Context: an optimization exercise on an open-source flow, tuned for small area, a short achievable clock period and few clock cycles per item. The choices shown serve that exercise and are no tape-out recipe.
Only simulation tests tie the RTL to the original design; equivalence was not proved.
Power figures rest on the tool's default switching activity, not on a simulated workload.

Design str_rebuild, start of the top module:
module str_rebuild (
  input         clk,
  input         rst,
  input         in_valid,
  output        in_ready,
  input  [31:0] in_data,
  input  [31:0] in_mask,
  output        out_valid,
  input         out_ready,
  output [1:0]  out_n,
  output [4:0]  out_role_a,
  output [31:0] out_data_a,
  output [4:0]  out_role_b,
  output [31:0] out_data_b
);
  function [7:0] gf_mul(input [7:0] a, input [7:0] b);
    integer i;
    reg [7:0] p, t;
    begin
      p = 8'h00;
      t = a;
      for (i = 0; i < 8; i = i + 1) begin
        if (b[i]) p = p ^ t;
        t = {t[6:0], 1'b0} ^ (t[7] ? 8'h1D : 8'h00);
      end
      gf_mul = p;
    end
  endfunction
  function [7:0] gf_div2(input [7:0] a);
    gf_div2 = {1'b0, a[7:1]} ^ (a[0] ? 8'h8E : 8'h00);
  endfunction
  function [7:0] ainv(input [4:0] k);
    reg [31:0] t0, t1, t2, t3, t4, t5, t6, t7;
    begin
      t0 = 32'h09FE178D;
      t1 = 32'h84FF0BC6;
      t2 = 32'h4B81926E;
      t3 = 32'h2C3EDEBA;
      t4 = 32'h9FE178D0;
      t5 = 32'h4FF0BC68;
      t6 = 32'h27F85E34;
      t7 = 32'h13FC2F1A;
      ainv = {t7[k], t6[k], t5[k], t4[k], t3[k], t2[k], t1[k], t0[k]};
    end
  endfunction
  function [7:0] wtab(input [4:0] k);
    reg [31:0] t0, t1, t2, t3, t4, t5, t6, t7;
    begin
      t0 = 32'h1FD6E992;
      t1 = 32'h5F9D8454;
      t2 = 32'h524738EE;
      t3 = 32'hBE228668;
      t4 = 32'hD4D20CDA;
      t5 = 32'h0C7D2F36;
      t6 = 32'hD0BB6CF2;
      t7 = 32'h3EF2F72E;
      wtab = {t7[k], t6[k], t5[k], t4[k], t3[k], t2[k], t1[k], t0[k]};
    end
  ...
Size in the first run: about 1600 cells after synthesis, ~220 flip-flops, ~150 I/O pins.
==> flow/config.mk <==
export PLATFORM = sky130hd
export DESIGN_NAME = str_rebuild
export DESIGN_NICKNAME = str_rebuild
export VERILOG_FILES = /design/flow/design.v
export SDC_FILE = /design/flow/constraint.sdc
export NUM_CORES = 4
export LEC_CHECK = 0
export ABC_AREA = 1
export CAP_MARGIN = 20
export CORE_MARGIN = 2
export CORE_UTILIZATION = 50
export CTS_CLUSTER_DIAMETER = 40
export CTS_CLUSTER_SIZE = 20
export PLACE_DENSITY = 0.65
export SETUP_SLACK_MARGIN = 5
export SLEW_MARGIN = 20
==> flow/constraint.sdc <==
create_clock -name core_clock -period 8.0 [get_ports {clk}]
set_input_delay 1.6000 -clock core_clock [delete_from_list [all_inputs] [get_ports {clk}]]
set_output_delay 1.6000 -clock core_clock [all_outputs]
set_load 0.01 [all_outputs]
standard.sh (not shown) runs the stock make flow with config.mk's settings and CLKGATE_MAP_FILE= SYNTH_SCRIPT=/design/flow/synth_recipe.tcl, a recipe that flattens the netlist after the stock synthesis.
==> flow/flow/run.sh <==
#!/bin/bash
# Standard ORFS layout (the standard.sh) with the port buffers placed as
# buf_2 cells instead of the smallest buffer-like cell.
set -euo pipefail
export BUFFER_PORTS_ARGS="-buffer_cell sky130_fd_sc_hd__buf_2"
bash standard.sh > standard.log 2>&1
The starting point ran to the end with no violations.
Testbench counts at the start, summed over its fixed seeds: cycles 61,648, columns 1,920.
Rerun with:
==> flow/flow/run.sh (replaced) <==
#!/bin/bash
# Standard ORFS layout (the standard.sh) with two changes: the port
# buffers are buf_2 cells instead of the smallest buffer-like cell, and the
# clock tree is built without sink clustering (two clkbuf_16 levels).
set -euo pipefail
export BUFFER_PORTS_ARGS="-buffer_cell sky130_fd_sc_hd__buf_2"
export CTS_ARGS="-repair_clock_nets"
bash standard.sh > standard.log 2>&1
--- a/flow/config.mk
+++ b/flow/config.mk
@@ -11,4 +11,4 @@
 export CORE_UTILIZATION = 50
-export CTS_CLUSTER_DIAMETER = 40
-export CTS_CLUSTER_SIZE = 20
+export CTS_CLUSTER_DIAMETER = 60
+export CTS_CLUSTER_SIZE = 30
 export PLACE_DENSITY = 0.65
=>
- The changed run finished clean
- total power drops by about a fifth
- area after synthesis does not change
- combinational power hardly moves
- utilization decreases by 2.1 points
- first-iteration DRC count rose by about a fifth
- design area came out lower by a few percent
- maximum frequency goes up slightly
- critical path depth stays the same

Another version of the RTL of str_rebuild (not shown whole).
Size: roughly 1600 cells after synthesis, roughly 220 flip-flops, ~150 I/O pins, ~13000 µm² of cells after synthesis.
Settings: LEC_CHECK=0, ABC_AREA=1, CAP_MARGIN=10, CORE_MARGIN=2, CORE_UTILIZATION=60, PLACE_DENSITY=0.75, SETUP_SLACK_MARGIN=5, SLEW_MARGIN=10; clock period 8.0 ns.
==> flow/flow/run.sh <==
#!/bin/bash
# Standard ORFS layout (the standard.sh) with three changes: the port
# buffers are buf_2 cells instead of the smallest buffer-like cell, the clock
# tree is built without sink clustering (two clkbuf_16 levels), and
# repair_timing aims at a 5.25 ns setup margin (a 2.75 ns period).
set -euo pipefail
export BUFFER_PORTS_ARGS="-buffer_cell sky130_fd_sc_hd__buf_2"
export CTS_ARGS="-repair_clock_nets"
bash standard.sh SETUP_SLACK_MARGIN=5.25 finish > standard.log 2>&1
Testbench counts at the start, summed over its fixed seeds: cycles 61,648, columns 1,920.
Next try:
--- a/flow/flow/run.sh
+++ b/flow/flow/run.sh
@@ -9 +9 @@
-bash standard.sh SETUP_SLACK_MARGIN=5.25 finish > standard.log 2>&1
+bash standard.sh SETUP_SLACK_MARGIN=5.3 finish > standard.log 2>&1
Settings changed: CAP_MARGIN 10 to 20, SLEW_MARGIN 10 to 20.
Final area is higher by 0.92%.
Power fell by 1.1%.
Global-route usage falls by 0.11 points.
Synthesized area does not change.
Core utilization went up by 0.64 points.
Worst hold slack gets worse by 0.012 ns.
First-iteration DRC count increases by 6.5%.
Via count is higher by 0.93%.
Count of clock-buffer cells in the layout is unchanged.
Worst setup slack improves by 0.0064 ns.

Setup of job 913:
str_rebuild with an RTL version that a note above also has.
Size: roughly 1600 cells after synthesis, ~220 flip-flops.
clock: 8.0 ns
lec_check: 0
abc_area: 1
cap_margin: 20
core_margin: 2
core_utilization: 50
cts_cluster_diameter: 60
cts_cluster_size: 30
place_density: 0.65
setup_slack_margin: 5
slew_margin: 20
==> flow/flow/run.sh <==
#!/bin/bash
# Standard ORFS layout (the standard.sh) with two changes: the port
# buffers are buf_2 cells instead of the smallest buffer-like cell, and the
# clock tree is built without sink clustering (two clkbuf_16 levels).
set -euo pipefail
export BUFFER_PORTS_ARGS="-buffer_cell sky130_fd_sc_hd__buf_2"
export CTS_ARGS="-repair_clock_nets"
bash standard.sh SETUP_SLACK_MARGIN=5.45 finish > standard.log 2>&1
Testbench counts of job 913, summed over its fixed seeds: cycles 61,648, columns 1,920.
#### Input delta (job 7448 over job 913)
diff --git a/flow/flow/run.sh b/flow/flow/run.sh
--- a/flow/flow/run.sh
+++ b/flow/flow/run.sh
@@ -6,3 +6,3 @@
 export BUFFER_PORTS_ARGS="-buffer_cell sky130_fd_sc_hd__buf_2"
 export CTS_ARGS="-repair_clock_nets"
-bash standard.sh SETUP_SLACK_MARGIN=5.45 finish > standard.log 2>&1
+bash standard.sh SETUP_SLACK_MARGIN=5.15 finish > standard.log 2>&1
--- outcome ---
- Comparing number of detailed-route iterations in the first pass for job 7448 and job 913, the bigger number came from job 913.
- Side by side, worst path arrival time turned out higher in job 7448 than in job 913.
- Job 7448 vs job 913, area of all placed cells without fillers went down by 5.0%.
- In job 7448, the count of filler cells inserted in the layout came out 1.7% above the value in job 913.
- The register share of the cell area reported for job 7448 is greater than that of job 913 by 1.9 points.
- Diff job 913 -> job 7448: least setup slack across all paths after layout went down; average detailed-routed wire length per instance went up; first-pass GRT wire length went down; post-layout utilization of the core went down.
The following lists how job 3974 was set up differently from job 7448:
==> flow/flow/run.sh <==
#!/bin/bash
# Standard ORFS layout (the standard.sh) with the port buffers placed as
# buf_2 cells instead of the smallest buffer-like cell.
set -euo pipefail
export BUFFER_PORTS_ARGS="-buffer_cell sky130_fd_sc_hd__buf_2"
bash standard.sh > standard.log 2>&1
Notes after the runs:
Looking at the reports, job 3974 completed the entire flow and the layout it produced met the timing, DRC and antenna checks. From job 7448 to job 3974, distinct cell type count after synthesis did not move at all. Job 3974 vs job 7448, number of DRC markers in iteration 0 went up by 3. rb[2]$_DFFE_PP_ as the first element of the critical path was reported by job 7448, and rb[1]$_DFFE_PP_ by job 3974. Delta (job 3974 minus job 7448): proportion of cell area spent on the clock network now larger; power share of the clock group now larger; part of the power in registers now smaller.
For job 5509, these inputs were changed with respect to job 3974:
==> flow/flow/run.sh <==
#!/bin/bash
# Standard ORFS layout (the standard.sh) with three changes: the port
# buffers are buf_2 cells instead of the smallest buffer-like cell, the clock
# tree is built without sink clustering (two clkbuf_16 levels), and
# repair_timing aims at a 5.25 ns setup margin (a 2.75 ns period).
set -euo pipefail
export BUFFER_PORTS_ARGS="-buffer_cell sky130_fd_sc_hd__buf_2"
export CTS_ARGS="-repair_clock_nets"
bash standard.sh SETUP_SLACK_MARGIN=5.25 finish > standard.log 2>&1
### Flow results
Job 5509 does worse than job 3974 on global-route wire length before repair.
Reported for job 5509 and job 3974, total I/O pin count turned out identical to the last digit.
Job 5509 vs job 3974, capturing element of the worst setup path: out_data_a[24] vs out_data_b[1]
Comparing job 5509 and job 3974, the higher total power draw is on job 3974.
Number of instances in the synthesized netlist: job 3974 vs job 5509 — no meaningful difference
Against job 3974, job 5509 reports a combined global-route utilization of all metal layers that is higher.
Job 3974 has lower combinational share of power than job 5509.
--- input diff job 5509..job 1562 ---
# job 5509
export LEC_CHECK = 0
export ABC_AREA = 1
export CAP_MARGIN = 20
export CORE_MARGIN = 2
export CORE_UTILIZATION = 50
export CTS_CLUSTER_DIAMETER = 60
export CTS_CLUSTER_SIZE = 30
export PLACE_DENSITY = 0.65
export SETUP_SLACK_MARGIN = 5
export SLEW_MARGIN = 20
create_clock -name core_clock -period 8.0 [get_ports {clk}]
# job 1562
export LEC_CHECK = 0
export ABC_AREA = 1
export CAP_MARGIN = 20
export CORE_MARGIN = 2
export CORE_UTILIZATION = 50
export CTS_CLUSTER_DIAMETER = 60
export CTS_CLUSTER_SIZE = 40
export PLACE_DENSITY = 0.65
export SETUP_SLACK_MARGIN = 5
export SLEW_MARGIN = 20
create_clock -name core_clock -period 8.0 [get_ports {clk}]
==> flow/flow/run.sh <==
#!/bin/bash
# Standard ORFS layout (the standard.sh) with the port buffers placed as
# buf_2 cells instead of the smallest buffer-like cell.
set -euo pipefail
export BUFFER_PORTS_ARGS="-buffer_cell sky130_fd_sc_hd__buf_2"
bash standard.sh > standard.log 2>&1
==> comparison <==
- Core utilization: job 5509 and job 1562 compared, higher one is job 1562
- Against job 5509 as the reference, job 1562 delivers a lower total number of nets in the final design.
- Between job 5509 and job 1562, clock-buffer cell count is lower for job 5509, job 1562 comes in above that.
- Per the comparison of job 1562 with job 5509, met3 wirelength from detailed routing moved down; wire length on met1 moved down.
- Job 1562 vs job 5509 on layout overhead on the synthesized area: job 1562 is the higher one.
- [compare] base=job 5509 new=job 1562: first-pass GRT wire length fell 1.4 mm, count of vias placed by the detailed router down 0.93%, post-place setup slack decreased 190 ps, final worst-path cycle share moved up, placed cell area about even.
What job 1533 does differently from job 1562 at the input level:
# job 1562
export LEC_CHECK = 0
export ABC_AREA = 1
export CAP_MARGIN = 20
export CORE_MARGIN = 2
export CORE_UTILIZATION = 50
export CTS_CLUSTER_DIAMETER = 60
export CTS_CLUSTER_SIZE = 40
export PLACE_DENSITY = 0.65
export SETUP_SLACK_MARGIN = 5
export SLEW_MARGIN = 20
create_clock -name core_clock -period 8.0 [get_ports {clk}]
# job 1533
export LEC_CHECK = 0
export ABC_AREA = 1
export CAP_MARGIN = 20
export CORE_MARGIN = 2
export CORE_UTILIZATION = 50
export CTS_CLUSTER_DIAMETER = 60
export CTS_CLUSTER_SIZE = 30
export PLACE_DENSITY = 0.65
export SETUP_SLACK_MARGIN = 5
export SLEW_MARGIN = 20
create_clock -name core_clock -period 8.0 [get_ports {clk}]
==> flow/flow/run.sh <==
#!/bin/bash
# Standard ORFS layout (the standard.sh) with two changes: the port
# buffers are buf_2 cells instead of the smallest buffer-like cell, and the
# clock tree is built without sink clustering (two clkbuf_16 levels).
set -euo pipefail
export BUFFER_PORTS_ARGS="-buffer_cell sky130_fd_sc_hd__buf_2"
export CTS_ARGS="-repair_clock_nets"
bash standard.sh SETUP_SLACK_MARGIN=5.25 finish > standard.log 2>&1
==> comparison <==
From job 1562 to job 1533 the numbers moved as follows: worst path setup slack after routing grew by 150 ps, post-synthesis area per instance held steady, worst hold slack held steady, count of clock buffers in the final design shrank by 4.
Diff job 1562 -> job 1533 | cell area after layout | decrease of about 0.65%
Row total detailed-routing wirelength: job 1533 higher / job 1562 lower
| footprint of the multi-input gates | job 1533 vs job 1562 | 36 µm² higher |
Job 1533 -> job 1562: non-clock inverter total of the final layout delta 0, exact match
Fmax | job 1533 vs job 1562 | job 1533 faster

## afterwards: timing with drivers on the ports
In the flow no input, the clock included, has a driving cell. The finished layouts below were timed again as built, in two steps. Step 1 assumes that a clkbuf_16 drives the clock port and a buf_2 every other input. Step 2 moves the port delays by t, midway between the first and last clock arrival at a register: inputs arrive t later, outputs are due t later. That takes back most of the time a late clock gives input paths. Slacks: ideal / step 1 / step 2; pairs: ideal / step 1.
run	shift t [ns]	slack for setup (ns)	worst setup path after step 2
the first run of note 1	0.553	5.069 / 5.019 / 4.843	input to register
the second run of note 1	0.482	5.092 / 5.044 / 4.848	input to register
the first run of note 2	0.480	5.282 / 5.235 / 5.011	input to register
the second run of note 2	0.489	5.289 / 5.239 / 4.966	input to register
job 913	0.491	5.282 / 5.233 / 5.173	input to register
job 7448	0.489	5.208 / 5.159 / 4.910	input to register
job 3974	0.570	5.112 / 5.064 / 4.874	input to register
job 5509	0.490	5.259 / 5.210 / 5.014	input to register
job 1562	0.570	5.112 / 5.064 / 4.874	input to register
job 1533	0.490	5.259 / 5.210 / 5.014	input to register
After both steps every run listed still meets setup and hold. For the second run of note 2, which loses most, drivers alone change the setup slack by -0.050 ns; drivers and shift together by -0.323 ns.
